This is an optimization exercise on Yosys and OpenROAD, whose aim is small area, not a production implementation. The RTL was checked by simulation tests, not by an equivalence proof against the original design. Power figures rest on the tool's default switching activity, not on a simulated workload.

Setup of north:
==> flow/design.v <==
module uplink_rx (
    input  wire        clk,
    input  wire        rst,           
    input  wire        port_kind,     
    input  wire        sof,           
    input  wire        bit_valid,     
    input  wire        bit_data,
    input  wire [15:0] ov_thr,        
    input  wire [15:0] uv_thr,        
    output reg         frame_done,    
    output wire [1:0]  frame_err,     
    output wire [3:0]  ftype,
    output wire [7:0]  seq,
    output wire [7:0]  len,
    output wire [31:0] status,
    output wire        val_valid,     
    output wire [4:0]  val_idx,
    output wire [15:0] val_data,
    output wire        val_ov,
    output wire        val_uv,
    output wire        val_sus
);
    localparam [31:0] CRC_POLY = 32'h04C1_1DB7;
    localparam [2:0] S_IDLE = 3'b000, S_DEAD = 3'b001, S_HDR = 3'b010,
                     S_PAY = 3'b100, S_STAT = 3'b101, S_CRC = 3'b110;
    reg [2:0]  st;
    reg [8:0]  cnt;         
    reg [4:0]  ph;          
    reg [31:0] crc;
    reg [31:0] sr;          
    reg [2:0]  ft_r;        
    reg [7:0]  seq_r;
    reg [3:0]  w_r;         
    reg        rel_pend, rel_act;
    wire [4:0] ph1 = ph + 5'd1;
    wire [4:0] b   = cnt[4:0];
    wire in_hdr  = (st == S_HDR);
    wire in_pay  = (st == S_PAY);
    wire in_stat = (st == S_STAT);
    wire in_crc  = (st == S_CRC);
    wire [30:0] hs   = ~crc[30:0];
    wire [2:0] h_ft  = hs[29:27];
    wire [3:0] h_w   = hs[16:13];
    reg pair_ok;
    always @(*) begin
        case (h_ft)
            3'h0: pair_ok = !port_kind && (h_w == 4'd12);
            3'h1: pair_ok =  port_kind && (h_w == 4'd4);
            3'h2: pair_ok = !port_kind && (h_w == 4'd9);
            3'h3: pair_ok = (h_w >= 4'd1) && (h_w <= 4'd4);
            3'h4: pair_ok = (h_w == 4'd0);
            3'h5: pair_ok = (h_w == 4'd0);
            3'h7: pair_ok = (h_w == 4'd1);
            default: pair_ok = 1'b0;
        endcase
    end
    wire hdr_ok = pair_ok && hs[30] && (hs[18:17] == 2'd0) &&
                  (hs[12:0] == 13'd0) && !bit_data;
    wire hdr_end  = in_hdr && (b == 5'd31);
    wire pay_end  = in_pay && (cnt[8:5] == w_r) && (b == 5'd0);
    wire stat_end = in_stat && (b == 5'd0);
    wire crc_end  = in_crc && (b == 5'd31);
    wire crc_ok = &crc;
    wire dead   = (st == S_DEAD);
    always @(posedge clk) begin
        if (rst) begin
            st         <= S_IDLE;
            frame_done <= 1'b0;
            rel_pend   <= 1'b0;
            rel_act    <= 1'b0;
        end else begin
            frame_done <= 1'b0;
            if (sof) begin
                st <= S_HDR;
            end else if (bit_valid) begin
                if (hdr_end) begin
                    st <= hdr_ok ? S_PAY : S_DEAD;
                    frame_done <= !hdr_ok;
                end
                if (pay_end)  st <= S_STAT;
                if (stat_end) st <= S_CRC;
                if (crc_end) begin
                    st <= S_IDLE;
                    frame_done <= 1'b1;
                end
            end
            if (frame_done && !dead && crc_ok && (w_r != 4'd0))
                rel_pend <= 1'b1;
            else if (ph == 5'd23)
                rel_pend <= 1'b0;
            if (rel_pend && ph == 5'd23)
                rel_act <= 1'b1;
            else if (ph1 == {w_r, 1'b0})
                rel_act <= 1'b0;
        end
    end
    always @(posedge clk) begin
        ph <= (rst || ph == 5'd23) ? 5'd0 : ph1;
        if (sof)
            cnt <= 9'd480;
        else if (bit_valid)
            cnt <= cnt + 9'd1;
        if (bit_valid)
            crc <= {crc[30:0], bit_data ^ in_hdr} ^ ((crc[31] && !in_hdr) ? CRC_POLY : 32'd0);
        if (bit_valid && (in_pay || (in_stat && !stat_end)))
            sr <= {sr[30:0], bit_data};
        if (bit_valid && hdr_end) begin
            ft_r  <= h_ft;
            seq_r <= hs[26:19];
            w_r   <= h_w;
        end
    end
    wire       wen = st[2];
    wire [3:0] wj  = cnt[3:0];
    wire [4:0] wi  = cnt[8:4];
    wire       eq0 = (ph == wi);           
    wire       eq1 = (ph1 == wi);          
    genvar l;
    generate
        for (l = 0; l < 16; l = l + 1) begin : lane
            reg [23:0] r;
            wire [1:0] d = wj[1:0] - 2'd1 - l;    
            wire cur  = (wj > l) && (wj <= l + 4);
            wire prev = (l >= 12) && (wj <= l - 12);
            wire we   = wen && ((cur && eq0) || (prev && eq1));
            always @(posedge clk)
                r <= {r[22:0], we ? ~sr[d] : r[23]};
            assign val_data[15 - l] = ~r[23];
        end
    endgenerate
    assign val_valid = rel_act;
    assign val_idx   = ph;
    function automatic gt16(input [15:0] a, input [15:0] b);
        integer k;
        reg c;
        begin
            c = 1'b0;
            for (k = 0; k < 16; k = k + 1)
                c = (a[k] & ~b[k]) | ((a[k] | ~b[k]) & c);
            gt16 = c;
        end
    endfunction
    wire cells = w_r[3] & w_r[2];
    assign val_ov  = cells && gt16(val_data, ov_thr);
    assign val_uv  = cells && gt16(uv_thr, val_data);
    assign val_sus = cells && (gt16(val_data, 16'd50000) || sr[25]);
    assign frame_err = {!dead && !crc_ok, dead};
    assign ftype  = {1'b1, ft_r};
    assign seq    = seq_r;
    assign len    = {2'b00, w_r, 2'b00};
    assign status = sr;
endmodule
==> flow/config.mk <==
export PLATFORM = sky130hd
export DESIGN_NAME = uplink_rx
export DESIGN_NICKNAME = uplink_rx
export VERILOG_FILES = /design/flow/design.v
export SDC_FILE = /design/flow/constraint.sdc
export NUM_CORES = 4
export LEC_CHECK = 0
export ABC_AREA = 1
export CAP_MARGIN = 20
export CORE_MARGIN = 2
export CORE_UTILIZATION = 80
export PLACE_DENSITY = 0.9
export SLEW_MARGIN = 20
==> flow/constraint.sdc <==
create_clock -name core_clock -period 10.0 [get_ports {clk}]
set_input_delay 2.0000 -clock core_clock [delete_from_list [all_inputs] [get_ports {clk}]]
set_output_delay 2.0000 -clock core_clock [all_outputs]
set_load 0.01 [all_outputs]
standard.sh (not shown) runs the stock make flow with config.mk's settings and CLKGATE_MAP_FILE= SYNTH_SCRIPT=/design/flow/synth_recipe.tcl, a recipe that flattens the netlist after the stock synthesis.
==> flow/flow/run.sh <==
#!/bin/bash
# The standard ORFS layout with three changes:
#  - synthesis: the same script (synth_recipe.tcl), but ABC maps with an
#    area-oriented script (flow/area.abc); registers are mapped before ABC
#    and are unchanged;
#  - the port buffers are sky130_fd_sc_hd__buf_1;
#  - CTS clusters sinks under clkbuf_8 buffers, without dummy loads.
set -euo pipefail
W=$PWD
{ head -n 1 synth_recipe.tcl; cat flow/abc_override.tcl; tail -n +2 synth_recipe.tcl; } > flow_synth.tcl
sed "s#SYNTH_SCRIPT=[^ ]*#SYNTH_SCRIPT=$W/flow_synth.tcl#" standard.sh > flow_standard.sh
grep -q "SYNTH_SCRIPT=$W/flow_synth.tcl" flow_standard.sh
export AREA_ABC_SCRIPT=$W/flow/area.abc
export BUFFER_PORTS_ARGS="-buffer_cell sky130_fd_sc_hd__buf_1"
export CTS_ARGS="-sink_clustering_enable -repair_clock_nets -dont_use_dummy_load -sink_clustering_size 18 -sink_clustering_max_diameter 40 -buf_list {sky130_fd_sc_hd__clkbuf_8}"
bash flow_standard.sh > standard.log 2>&1
==> flow/flow/abc_override.tcl <==
# Run ABC with an area-oriented script (flow/area.abc) in place of ORFS's.
proc abc {args} {
  set i [lsearch -exact $args -script]
  if {$i >= 0} { lset args [expr {$i + 1}] $::env(AREA_ABC_SCRIPT) }
  yosys abc {*}$args
}
==> flow/flow/area.abc <==
strash; dc2; dch -f; map -a; mfs2; strash; dch -f; map -a; topo; dnsize -c
For south, these inputs were changed with respect to north:
==> flow/design.v <==
module uplink_rx (
    input  wire        clk,
    input  wire        rst,           
    input  wire        port_kind,     
    input  wire        sof,           
    input  wire        bit_valid,     
    input  wire        bit_data,
    input  wire [15:0] ov_thr,        
    input  wire [15:0] uv_thr,        
    output reg         frame_done,    
    output wire [1:0]  frame_err,     
    output wire [3:0]  ftype,
    output wire [7:0]  seq,
    output wire [7:0]  len,
    output wire [31:0] status,
    output wire        val_valid,     
    output wire [4:0]  val_idx,
    output wire [15:0] val_data,
    output wire        val_ov,
    output wire        val_uv,
    output wire        val_sus
);
    localparam [31:0] CRC_POLY = 32'h04C1_1DB7;
    localparam [2:0] S_IDLE = 3'b000, S_DEAD = 3'b001, S_HDR = 3'b010,
                     S_PAY = 3'b100, S_STAT = 3'b101, S_CRC = 3'b110;
    reg [2:0]  st;
    reg [8:0]  cnt;         
    reg [4:0]  ph;          
    reg [31:0] crc;
    reg [31:0] sr;          
    reg [2:0]  ft_r;        
    reg [7:0]  seq_r;
    reg [3:0]  w_r;         
    reg        st25;        
    reg        rel_pend, rel_act;
    wire [4:0] ph1 = ph + 5'd1;
    wire [4:0] b   = cnt[4:0];
    wire in_hdr  = (st == S_HDR);
    wire in_pay  = (st == S_PAY);
    wire in_stat = (st == S_STAT);
    wire in_crc  = (st == S_CRC);
    wire [2:0] h_ft  = sr[29:27];
    wire [3:0] h_w   = sr[16:13];
    reg pair_ok;
    always @(*) begin
        case (h_ft)
            3'h0: pair_ok = !port_kind && (h_w == 4'd12);
            3'h1: pair_ok =  port_kind && (h_w == 4'd4);
            3'h2: pair_ok = !port_kind && (h_w == 4'd9);
            3'h3: pair_ok = (h_w >= 4'd1) && (h_w <= 4'd4);
            3'h4: pair_ok = (h_w == 4'd0);
            3'h5: pair_ok = (h_w == 4'd0);
            3'h7: pair_ok = (h_w == 4'd1);
            default: pair_ok = 1'b0;
        endcase
    end
    wire hdr_ok = pair_ok && sr[30] && (sr[18:17] == 2'd0) &&
                  (sr[12:0] == 13'd0) && !bit_data;
    wire hdr_end  = in_hdr && (b == 5'd31);
    wire pay_end  = in_pay && (cnt[8:5] == w_r) && (b == 5'd0);
    wire stat_end = in_stat && (b == 5'd0);
    wire crc_end  = in_crc && (b == 5'd31);
    wire crc_ok = &crc;
    wire dead   = (st == S_DEAD);
    always @(posedge clk) begin
        if (rst) begin
            st         <= S_IDLE;
            frame_done <= 1'b0;
            rel_pend   <= 1'b0;
            rel_act    <= 1'b0;
        end else begin
            frame_done <= 1'b0;
            if (sof) begin
                st <= S_HDR;
            end else if (bit_valid) begin
                if (hdr_end) begin
                    st <= hdr_ok ? S_PAY : S_DEAD;
                    frame_done <= !hdr_ok;
                end
                if (pay_end)  st <= S_STAT;
                if (stat_end) st <= S_CRC;
                if (crc_end) begin
                    st <= S_IDLE;
                    frame_done <= 1'b1;
                end
            end
            if (frame_done && !dead && crc_ok && (w_r != 4'd0))
                rel_pend <= 1'b1;
            else if (ph == 5'd23)
                rel_pend <= 1'b0;
            if (rel_pend && ph == 5'd23)
                rel_act <= 1'b1;
            else if (ph1 == {w_r, 1'b0})
                rel_act <= 1'b0;
        end
    end
    always @(posedge clk) begin
        ph <= (rst || ph == 5'd23) ? 5'd0 : ph1;
        if (sof)
            cnt <= 9'd480;
        else if (bit_valid)
            cnt <= cnt + 9'd1;
        if (bit_valid)
            crc <= {crc[30:0], bit_data ^ in_hdr} ^ ((crc[31] && !in_hdr) ? CRC_POLY : 32'd0);
        if (bit_valid && (in_hdr || in_pay || (in_stat && !stat_end)))
            sr <= {sr[30:0], bit_data};
        if (bit_valid && hdr_end) begin
            ft_r  <= h_ft;
            seq_r <= sr[26:19];
            w_r   <= h_w;
        end
        if (bit_valid && crc_end)
            st25 <= sr[25];
    end
    wire       wen = st[2];
    wire [3:0] wj  = cnt[3:0];
    wire [4:0] wi  = cnt[8:4];
    wire       eq0 = (ph == wi);           
    wire       eq1 = (ph1 == wi);          
    genvar l;
    generate
        for (l = 0; l < 16; l = l + 1) begin : lane
            reg [23:0] r;
            wire [1:0] d = wj[1:0] - 2'd1 - l;    
            wire cur  = (wj > l) && (wj <= l + 4);
            wire prev = (l >= 12) && (wj <= l - 12);
            wire we   = wen && ((cur && eq0) || (prev && eq1));
            always @(posedge clk)
                r <= {r[22:0], we ? ~sr[d] : r[23]};
            assign val_data[15 - l] = ~r[23];
        end
    endgenerate
    assign val_valid = rel_act;
    assign val_idx   = ph;
    function automatic gt16(input [15:0] a, input [15:0] b);
        integer k;
        reg c;
        begin
            c = 1'b0;
            for (k = 0; k < 16; k = k + 1)
                c = (a[k] & ~b[k]) | ((a[k] | ~b[k]) & c);
            gt16 = c;
        end
    endfunction
    wire cells = w_r[3] & w_r[2];
    assign val_ov  = cells && gt16(val_data, ov_thr);
    assign val_uv  = cells && gt16(uv_thr, val_data);
    assign val_sus = cells && (gt16(val_data, 16'd50000) || st25);
    assign frame_err = {!dead && !crc_ok, dead};
    assign ftype  = {1'b1, ft_r};
    assign seq    = seq_r;
    assign len    = {2'b00, w_r, 2'b00};
    assign status = sr;
endmodule
==> comparison <==
Compared with north, in south proportion of cell area occupied by registers did not really move, clock power went up.
Higher wire length was reported by south, not north.
Area of the multi-input gates (south over north): increase, 11 um^2
Between north and south, the fraction of the yosys area taken by sequential cells figures differ only marginally.
south has less setup slack than north.
Measured against each other, south and north differ in starting DRC count in detailed routing, the lower figure coming from south.
south -> north: number of well taps delta 0, exact match

## separate check: timing with driven ports
How much do the figures lean on ideal ports? The routed layouts below were timed once more, with nothing changed but the port constraints. Step 1, drivers: a clkbuf_16 drives clk and a buf_2 each remaining input, both assumed. Step 2 moves the port delays by t, midway between the first and last clock arrival at a register: inputs arrive t later, outputs are due t later. That takes back most of the time a late clock gives input paths. Three values: ideal, step 1, step 2; two values: the first two.
| run | t (ns) | slack for setup (ns) | slew at the worst register clock pin (ns) |
|---|---|---|---|
| north | 0.567 | 3.519 / 3.495 / 3.495 | 0.11 / 0.11 |
| south | 0.586 | 3.454 / 3.430 / 3.430 | 0.10 / 0.10 |
After both steps every run listed still meets setup and hold.
